What follows belongs to an exercise in optimizing a design on an open flow for small area, a short achievable clock period and few clock cycles; a production flow would make more cautious choices. Function was checked by simulation only, so behaviour that the tests miss may differ from the original. Power figures rest on the tool's default switching activity, not on a simulated workload.

<file path="config.mk">
export PLATFORM = sky130hd
export DESIGN_NAME = hist_peak_placer
export DESIGN_NICKNAME = hist_peak_placer
export VERILOG_FILES = /design/flow/design.v
export SDC_FILE = /design/flow/constraint.sdc
export NUM_CORES = 4
export LEC_CHECK = 0
export CAP_MARGIN = 20
export CORE_MARGIN = 2
export CORE_UTILIZATION = 40
export SLEW_MARGIN = 20
</file>
<file path="constraint.sdc">
create_clock -name core_clock -period 30.0 [get_ports {clk}]
set_input_delay 6.0000 -clock core_clock [delete_from_list [all_inputs] [get_ports {clk}]]
set_output_delay 6.0000 -clock core_clock [all_outputs]
set_load 0.01 [all_outputs]
</file>
<file path="design.v">
module hist_peak_placer (
    input  wire         clk,
    input  wire         rst,           
    input  wire         clear,         
    input  wire         upd_valid,     
    input  wire [10:0]  upd_bin,
    input  wire [17:0]  upd_count,
    input  wire         place_start,
    input  wire         bin_w,         
    input  wire [1:0]   fine,          
    input  wire [1:0]   tricks_m1,     
    input  wire [7:0]   place_min,
    input  wire [7:0]   ratio,
    input  wire [5:0]   shift,         
    input  wire [17:0]  total_open,
    input  wire [11:0]  gb,
    output wire [87:0]  cand_b,
    output wire [143:0] cand_cm,
    output wire [143:0] cand_c0,
    output wire [143:0] cand_cp,
    output reg          place_done,
    output reg  [2:0]   trick_cnt,
    output wire [87:0]  trick_t0       
);
    reg [10:0] b_r  [0:7];
    reg [17:0] cm_r [0:7];
    reg [17:0] c0_r [0:7];
    reg [17:0] cp_r [0:7];
    reg [7:0]  vld;
    genvar gi;
    generate
        for (gi = 0; gi < 8; gi = gi + 1) begin : g_out
            assign cand_b [gi*11 +: 11] = vld[gi] ? b_r[gi]  : 11'd0;
            assign cand_cm[gi*18 +: 18] = vld[gi] ? cm_r[gi] : 18'd0;
            assign cand_c0[gi*18 +: 18] = vld[gi] ? c0_r[gi] : 18'd0;
            assign cand_cp[gi*18 +: 18] = vld[gi] ? cp_r[gi] : 18'd0;
        end
    endgenerate
    wire [11:0] x = {1'b0, upd_bin};
    wire [17:0] c = upd_count;
    reg [7:0] hit_eq, hit_lo, hit_hi, hit_m2;
    reg       any_eq, any_lo, any_hi, any_m2;
    reg [2:0] i_eq, i_lo, i_hi, i_free, i_min;
    reg       full;
    reg [17:0] min_c0;
    reg [10:0] min_b;
    integer   i;
    always @* begin
        hit_eq = 8'd0; hit_lo = 8'd0; hit_hi = 8'd0; hit_m2 = 8'd0;
        for (i = 0; i < 8; i = i + 1) begin
            hit_eq[i] = vld[i] && ({1'b0, b_r[i]} == x);
            hit_lo[i] = vld[i] && ({1'b0, b_r[i]} + 12'd1 == x);       
            hit_hi[i] = vld[i] && ({1'b0, b_r[i]} == x + 12'd1);       
            hit_m2[i] = vld[i] && (({1'b0, b_r[i]} + 12'd2 == x) ||
                                   ({1'b0, b_r[i]} == x + 12'd2));
        end
        any_eq = |hit_eq; any_lo = |hit_lo; any_hi = |hit_hi; any_m2 = |hit_m2;
        full   = &vld;
        i_eq = 3'd0; i_lo = 3'd0; i_hi = 3'd0; i_free = 3'd0;
        for (i = 7; i >= 0; i = i - 1) begin
            if (hit_eq[i]) i_eq = i[2:0];
            if (hit_lo[i]) i_lo = i[2:0];
            if (hit_hi[i]) i_hi = i[2:0];
            if (!vld[i])   i_free = i[2:0];
        end
        i_min  = 3'd0;
        min_c0 = c0_r[0];
        min_b  = b_r[0];
        for (i = 1; i < 8; i = i + 1) begin
            if (c0_r[i] < min_c0 || (c0_r[i] == min_c0 && b_r[i] > min_b)) begin
                i_min  = i[2:0];
                min_c0 = c0_r[i];
                min_b  = b_r[i];
            end
        end
    end
    always @(posedge clk) begin
        if (rst || clear) begin
            vld <= 8'd0;
        end else if (upd_valid) begin
            if (any_eq) begin
                c0_r[i_eq] <= c;
            end else if (any_lo && c <= c0_r[i_lo]) begin
                cp_r[i_lo] <= c;
            end else if (any_hi && c <= c0_r[i_hi]) begin
                cm_r[i_hi] <= c;
            end else if (any_lo) begin
                b_r [i_lo] <= upd_bin;
                cm_r[i_lo] <= c0_r[i_lo];
                c0_r[i_lo] <= c;
                cp_r[i_lo] <= 18'd0;
            end else if (any_hi) begin
                b_r [i_hi] <= upd_bin;
                cm_r[i_hi] <= 18'd0;
                c0_r[i_hi] <= c;
                cp_r[i_hi] <= c0_r[i_hi];
            end else if (any_m2) begin
            end else if (!full) begin
                vld [i_free] <= 1'b1;
                b_r [i_free] <= upd_bin;
                cm_r[i_free] <= 18'd0;
                c0_r[i_free] <= c;
                cp_r[i_free] <= 18'd0;
            end else if (c > min_c0) begin
                b_r [i_min] <= upd_bin;
                cm_r[i_min] <= 18'd0;
                c0_r[i_min] <= c;
                cp_r[i_min] <= 18'd0;
            end
        end
    end
    localparam S_IDLE = 3'd0, S_QUAL = 3'd1, S_PICK = 3'd2, S_DIV = 3'd3,
               S_T0 = 3'd4, S_DONE = 3'd5;
    reg [2:0]  state;
    reg [7:0]  pending;             
    reg [2:0]  placed;
    reg [21:0] t0_r [0:3];
    reg [2:0]  div_k;
    reg [28:0] div_rem;
    reg [20:0] div_den;
    reg [7:0]  div_q;
    reg [10:0] sel_b;
    generate
        for (gi = 0; gi < 4; gi = gi + 1) begin : g_t0
            assign trick_t0[gi*22 +: 22] = t0_r[gi];
        end
    endgenerate
    reg [7:0]  qual;
    wire [25:0] ratio_mean = ratio * total_open;
    always @* begin
        for (i = 0; i < 8; i = i + 1)
            qual[i] = vld[i] && (c0_r[i] >= {10'd0, place_min}) &&
                      ({c0_r[i], 4'd0} * gb >= {8'd0, ratio_mean});
    end
    reg [2:0]  i_best;
    reg [17:0] best_c0;
    reg [10:0] best_b;
    reg        any_pending;
    always @* begin
        i_best      = 3'd0;
        best_c0     = 18'd0;
        best_b      = 11'd0;
        any_pending = 1'b0;
        for (i = 0; i < 8; i = i + 1) begin
            if (pending[i] && (!any_pending || c0_r[i] > best_c0 ||
                               (c0_r[i] == best_c0 && b_r[i] < best_b))) begin
                i_best  = i[2:0];
                best_c0 = c0_r[i];
                best_b  = b_r[i];
            end
            if (pending[i])
                any_pending = 1'b1;
        end
    end
    wire [28:0] num_best = 29'd257 * cp_r[i_best] + cm_r[i_best] + 29'd129 * c0_r[i_best];
    wire [20:0] den_best = {({2'd0, cm_r[i_best]} + {2'd0, c0_r[i_best]} + {2'd0, cp_r[i_best]}), 1'b0};
    wire [28:0] den_sh   = {8'd0, div_den} << div_k;
    wire [7:0]  q_clip   = (div_q < 8'd32) ? 8'd32 : (div_q > 8'd96) ? 8'd96 : div_q;
    wire signed [23:0] d64    = $signed({16'd0, q_clip}) - 24'sd64;            
    wire signed [23:0] c64    = $signed({7'd0, sel_b, 6'd0}) + 24'sd32 + d64;  
    wire signed [23:0] centre = bin_w ? (c64 <<< 2) : (c64 <<< 1);
    wire signed [23:0] w_lsb  = (fine == 2'd0) ? 24'sd4 : (fine == 2'd1) ? 24'sd8 : 24'sd16;
    wire signed [23:0] t_raw  = centre - (w_lsb <<< 5);
    wire signed [23:0] t_fl   = (fine == 2'd0) ? (t_raw & ~24'sd3) :
                                (fine == 2'd1) ? (t_raw & ~24'sd7) : (t_raw & ~24'sd15);
    wire signed [23:0] sh_w   = $signed({{18{shift[5]}}, shift}) * w_lsb;
    wire signed [23:0] t_sh   = t_fl + sh_w;
    wire signed [23:0] t_max  = (bin_w ? 24'sd524288 : 24'sd262144) - (w_lsb <<< 6);
    wire signed [23:0] t_cl   = (t_sh < 24'sd0) ? 24'sd0 : (t_sh > t_max) ? t_max : t_sh;
    wire [21:0] t0_new = t_cl[21:0];
    wire [22:0] span   = {17'd0, w_lsb[5:0]} << 6;
    reg overlap;
    always @* begin
        overlap = 1'b0;
        for (i = 0; i < 4; i = i + 1)
            if (i < placed &&
                {1'b0, t0_new} < {1'b0, t0_r[i]} + span &&
                {1'b0, t0_r[i]} < {1'b0, t0_new} + span)
                overlap = 1'b1;
    end
    always @(posedge clk) begin
        if (rst) begin
            state      <= S_IDLE;
            place_done <= 1'b0;
            trick_cnt  <= 3'd0;
            placed     <= 3'd0;
            pending    <= 8'd0;
            for (i = 0; i < 4; i = i + 1) t0_r[i] <= 22'd0;
        end else begin
            place_done <= 1'b0;
            case (state)
                S_IDLE: if (place_start) begin
                    placed    <= 3'd0;
                    trick_cnt <= 3'd0;
                    for (i = 0; i < 4; i = i + 1) t0_r[i] <= 22'd0;
                    state <= S_QUAL;
                end
                S_QUAL: begin
                    pending <= qual;
                    state   <= S_PICK;
                end
                S_PICK: begin
                    if (!any_pending || placed == {1'b0, tricks_m1} + 3'd1) begin
                        state <= S_DONE;
                    end else begin
                        pending[i_best] <= 1'b0;
                        sel_b   <= b_r[i_best];
                        div_rem <= num_best;
                        div_den <= den_best;
                        div_q   <= 8'd0;
                        div_k   <= 3'd7;
                        state   <= S_DIV;
                    end
                end
                S_DIV: begin
                    if (div_rem >= den_sh) begin
                        div_rem <= div_rem - den_sh;
                        div_q[div_k] <= 1'b1;
                    end
                    div_k <= div_k - 3'd1;
                    if (div_k == 3'd0)
                        state <= S_T0;
                end
                S_T0: begin
                    if (!overlap) begin
                        t0_r[placed] <= t0_new;
                        placed       <= placed + 3'd1;
                    end
                    state <= S_PICK;
                end
                S_DONE: begin
                    trick_cnt  <= placed;
                    place_done <= 1'b1;
                    state      <= S_IDLE;
                end
                default: state <= S_IDLE;
            endcase
        end
    end
endmodule
</file>
<file path="run.sh">
#!/bin/bash
# synth_recipe.tcl (not shown) runs the flow's synth.tcl, then flattens the netlist and writes it again
# the make line also repeats each setting of config.mk as NAME=value (left out here)
make -C /OpenROAD-flow-scripts/flow DESIGN_CONFIG=/design/flow/config.mk WORK_HOME=/design/flow/orfs CLKGATE_MAP_FILE= SYNTH_SCRIPT=/design/flow/synth_recipe.tcl finish
</file>
==> flow_summary.ini <==
[global_routing]
grt_max_degree = 114
overflow = 0
antenna_found_initial = 104
grt_pass1_wl_um = 817400
grt_pass1_vias = 114931
grt_usage = 0.3364

[placement]
hpwl_um = 440100
gp_congestion = 1.052
numPortBuffers = 694
dpl_cell_area_sq_um = 145800

[setup_path]
cp_slowest_stage_delay_ns = 1.04
cpMostUsedCell = o21ai_0
critPathArrivalTime_ns = 28.81
path_max_fanout = 33
crit_path_start_kind = register
cp_data_required_time_ns = 30.41
worstSetupPathType = register to register
crit_path_end_kind = register
crit_slowest_cell = nor3_1

[sta]
fin_setup_tns_ns = 0
drv_slew = 0
fmax_ghz = 0.03521
hold_viol_final = 0
rsz0062_at_grt = no
relSlewSlack = 0.08921
min_period_over_period = 0.9468
skew_ns = 0.1153
setup_viol_count_final = 0
tightest_slew_ns = 1.328
whs_ns = 0.4838
period_needed_ns = 28.40

[layout]
final_area_sq_um = 149000
fillers = 32347
syn_to_final_growth_pct = 12.65
drive_gt1_frac = 0.06587
fin_nets = 19006

[power]
p_per_area_nw_per_um2 = 56.15
power_mw = 8.367
p_leak_nw = 68.49
vdd_ir_drop_max_mv = 0.3327

[die]
core_area_sq_um = 329700
die_h_um = 579.1
die_area_sq_um = 335300
initial_core_util = 0.4012
rows = 211
io_pins = 703
die_w_um = 579.1

[yosys]
synth_seq_cells = 697
synthArstFlopShare = 0
synth_top_area_share = 0.2202
synth-edff-count = 671
syn_area_sq_um = 132300
seq_area_frac_synth = 0.1563
ys_top_cells_by_count = inv_1, nand2_1, ha_1
ys_types = 102
yosysTopAreaCell = fa_1
syn_inst = 15267
ys_warn_count = 1
synth_most_common_cell = inv_1
postSynthAreaPerCell_sq_um = 8.664
synth_flop_cell = edfxtp_1
synth_area_leaders = fa_1, ha_1, edfxtp_1

[drt]
drc_errors = 0
via_per_inst = 5.786
first_pass_iters = 7
antenna_left = 0
routed_wl_um = 571000
vias = 116792
drt_iter0_drc = 12095
wl_per_cell_um = 28.29

[cts]
clock-sinks = 697
cts_made_buffers = 83
cts_buffer_depth = 3
cts_tree = built
cts_root_buf = clkbuf_16
clock_latency_ns = 0.79
cts_hold_buffers = 0
clkTransAtPathRegs_ns = 0.06
htreeDepth = 3

[flow_run]
maxCapViolCount = 0

[status]
outcome = timing/DRC/antenna clean

[hold_path]
worstHoldPathType = register to register
==> final cells by class <==
class                           count  area, sq um  share of cell area
Timing Repair Buffer             1206        10970             0.07362
Clock buffer                       91         2107             0.01414
Sequential cell                   697        20700              0.1389
Tap cell                         4366         5463             0.03666
Multi-Input combinational cell  11711       101400              0.6805
Clock inverter                     60        706.9            0.004744
Inverter                         2008         7541             0.05061
Antenna cell                       45        112.6           0.0007557
==> flip-flops by register name (all words and copies together), names as in the netlist <==
register,cells
cm_r,144
pending,8
trick_cnt,3
div_k,3
state,3
b_r,88
vld,8
cp_r,144
div_den,20
t0_r,80
div_q,8
placed,3
sel_b,11
c0_r,144
place_done,1
div_rem,29
==> timing repair <==
action	CTS	global route
buffers inserted	0	11
resized for setup	0	36
endpoints found under the setup margin	0	24
==> critical path: cells and delay by family, from the launching register on <==
| kind | cells | cell delay, ns |
|---|---|---|
| AO/OA/AOI/OAI | 61 | 13.69 |
| adder cells (fa/ha/maj) | 8 | 2.46 |
| buffers and inverters | 15 | 4.51 |
| flip-flops | 1 | 0.34 |
| multiplexers | 4 | 1.46 |
| AND/OR/NAND/NOR | 40 | 5.40 |
==> worst paths after layout <==
check | startpoint | to | slack [ns] | depth (start not counted)
worst max register to register | c0_r[0][1]$_DFFE_PP_ | cm_r[2][2]$_DFFE_PP_ | 1.60 | 128
worst min register to register | trick_cnt[2]$_SDFFE_PP0P_ | trick_cnt[2]$_SDFFE_PP0P_ | 0.48 | 2
worst min-delay path | trick_cnt[2]$_SDFFE_PP0P_ | trick_cnt[2]$_SDFFE_PP0P_ | 0.48 | 2
worst max-delay path | c0_r[0][1]$_DFFE_PP_ | cm_r[2][2]$_DFFE_PP_ | 1.60 | 128
==> power breakdown <==
part           total (mW)  switching (mW)  internal (mW)
clock                1.09           0.495          0.595
combinational        6.15            3.59           2.56
sequential           1.13          0.0263           1.10
==> kinds of logic after synthesis <==
family	after synthesis	share of synthesized area
AND/OR/NAND/NOR	4940	0.1811
other	2	0.00005677
flip-flops	697	0.1563
buffers and inverters	2894	0.08283
XOR/XNOR	613	0.04059
multiplexers	392	0.03228
adder cells (fa/ha/maj)	3208	0.3860
AO/OA/AOI/OAI	2521	0.1209
==> metrics by stage <==
stage               setup slack, ns  instances    util
floorplan                     3.553      15302       -
global placement             0.8997      19973  0.4421
detailed placement           0.8145      19973  0.4421
CTS                          0.5378      20124  0.4507
global route                0.03355      20145  0.4516
finish                        1.597      20184  0.4519
==> metal layers <==
metal  track usage  vias up  part of all wire
li1              -    51606                 -
met1        0.4385    57766              0.40
met2        0.5102     6057              0.43
met3       0.08902     1341              0.11
met4        0.1764       22             0.061
met5             0        -           0.00025
==> placed cells by master (no fill, tap or decap), drive strengths merged, types with 39 or more instances in the layout <==
master / n
nand3: 191
nor3: 224
clkdlybuf4s50: 673
a21oi: 861
nor2: 795
xor2: 194
nor4: 81
clkinv: 40
nand2b: 129
a21o: 306
xnor2: 419
buf: 530
o31ai: 45
or3: 40
o21bai: 129
a221oi: 60
nor2b: 151
or2: 43
and3: 59
mux2i: 205
mux2: 177
a211oi: 106
ha: 1753
nand2: 1864
and2: 1085
clkbuf: 94
o22ai: 41
o21a: 72
inv: 2010
nand4: 184
fa: 1455
o21ai: 515
a31oi: 39
diode: 45
edfxtp: 671
Testbench counts, summed over its fixed seeds: cycles 45,343.

static timing again, ports no longer ideal:
The flow's constraints put no driver on any port. The routed layout listed below was extracted and timed again, unchanged, in two steps. Step 1 (the two cells are an assumption about what drives the block):
set clk [get_ports {clk}]
set_driving_cell -lib_cell sky130_fd_sc_hd__clkbuf_16 $clk
set_driving_cell -lib_cell sky130_fd_sc_hd__buf_2 [delete_from_list [all_inputs] $clk]
Step 2 also shifts input and output timing later by t, the mid clock arrival at the registers, as if the neighbouring blocks saw the same clock. a / b / c = no drivers / after step 1 / after step 2; a / b = the first two.
shift t [ns]: 0.813
setup slack, ns: 1.597 / 1.597 / 1.597
worst slew at a driven data input, ns: 0.16
pins driven straight from the clock port: 1
After both steps setup and hold are still met in this run. For this run, drivers alone change the setup slack by 0.000 ns; drivers and shift together by 0.000 ns.
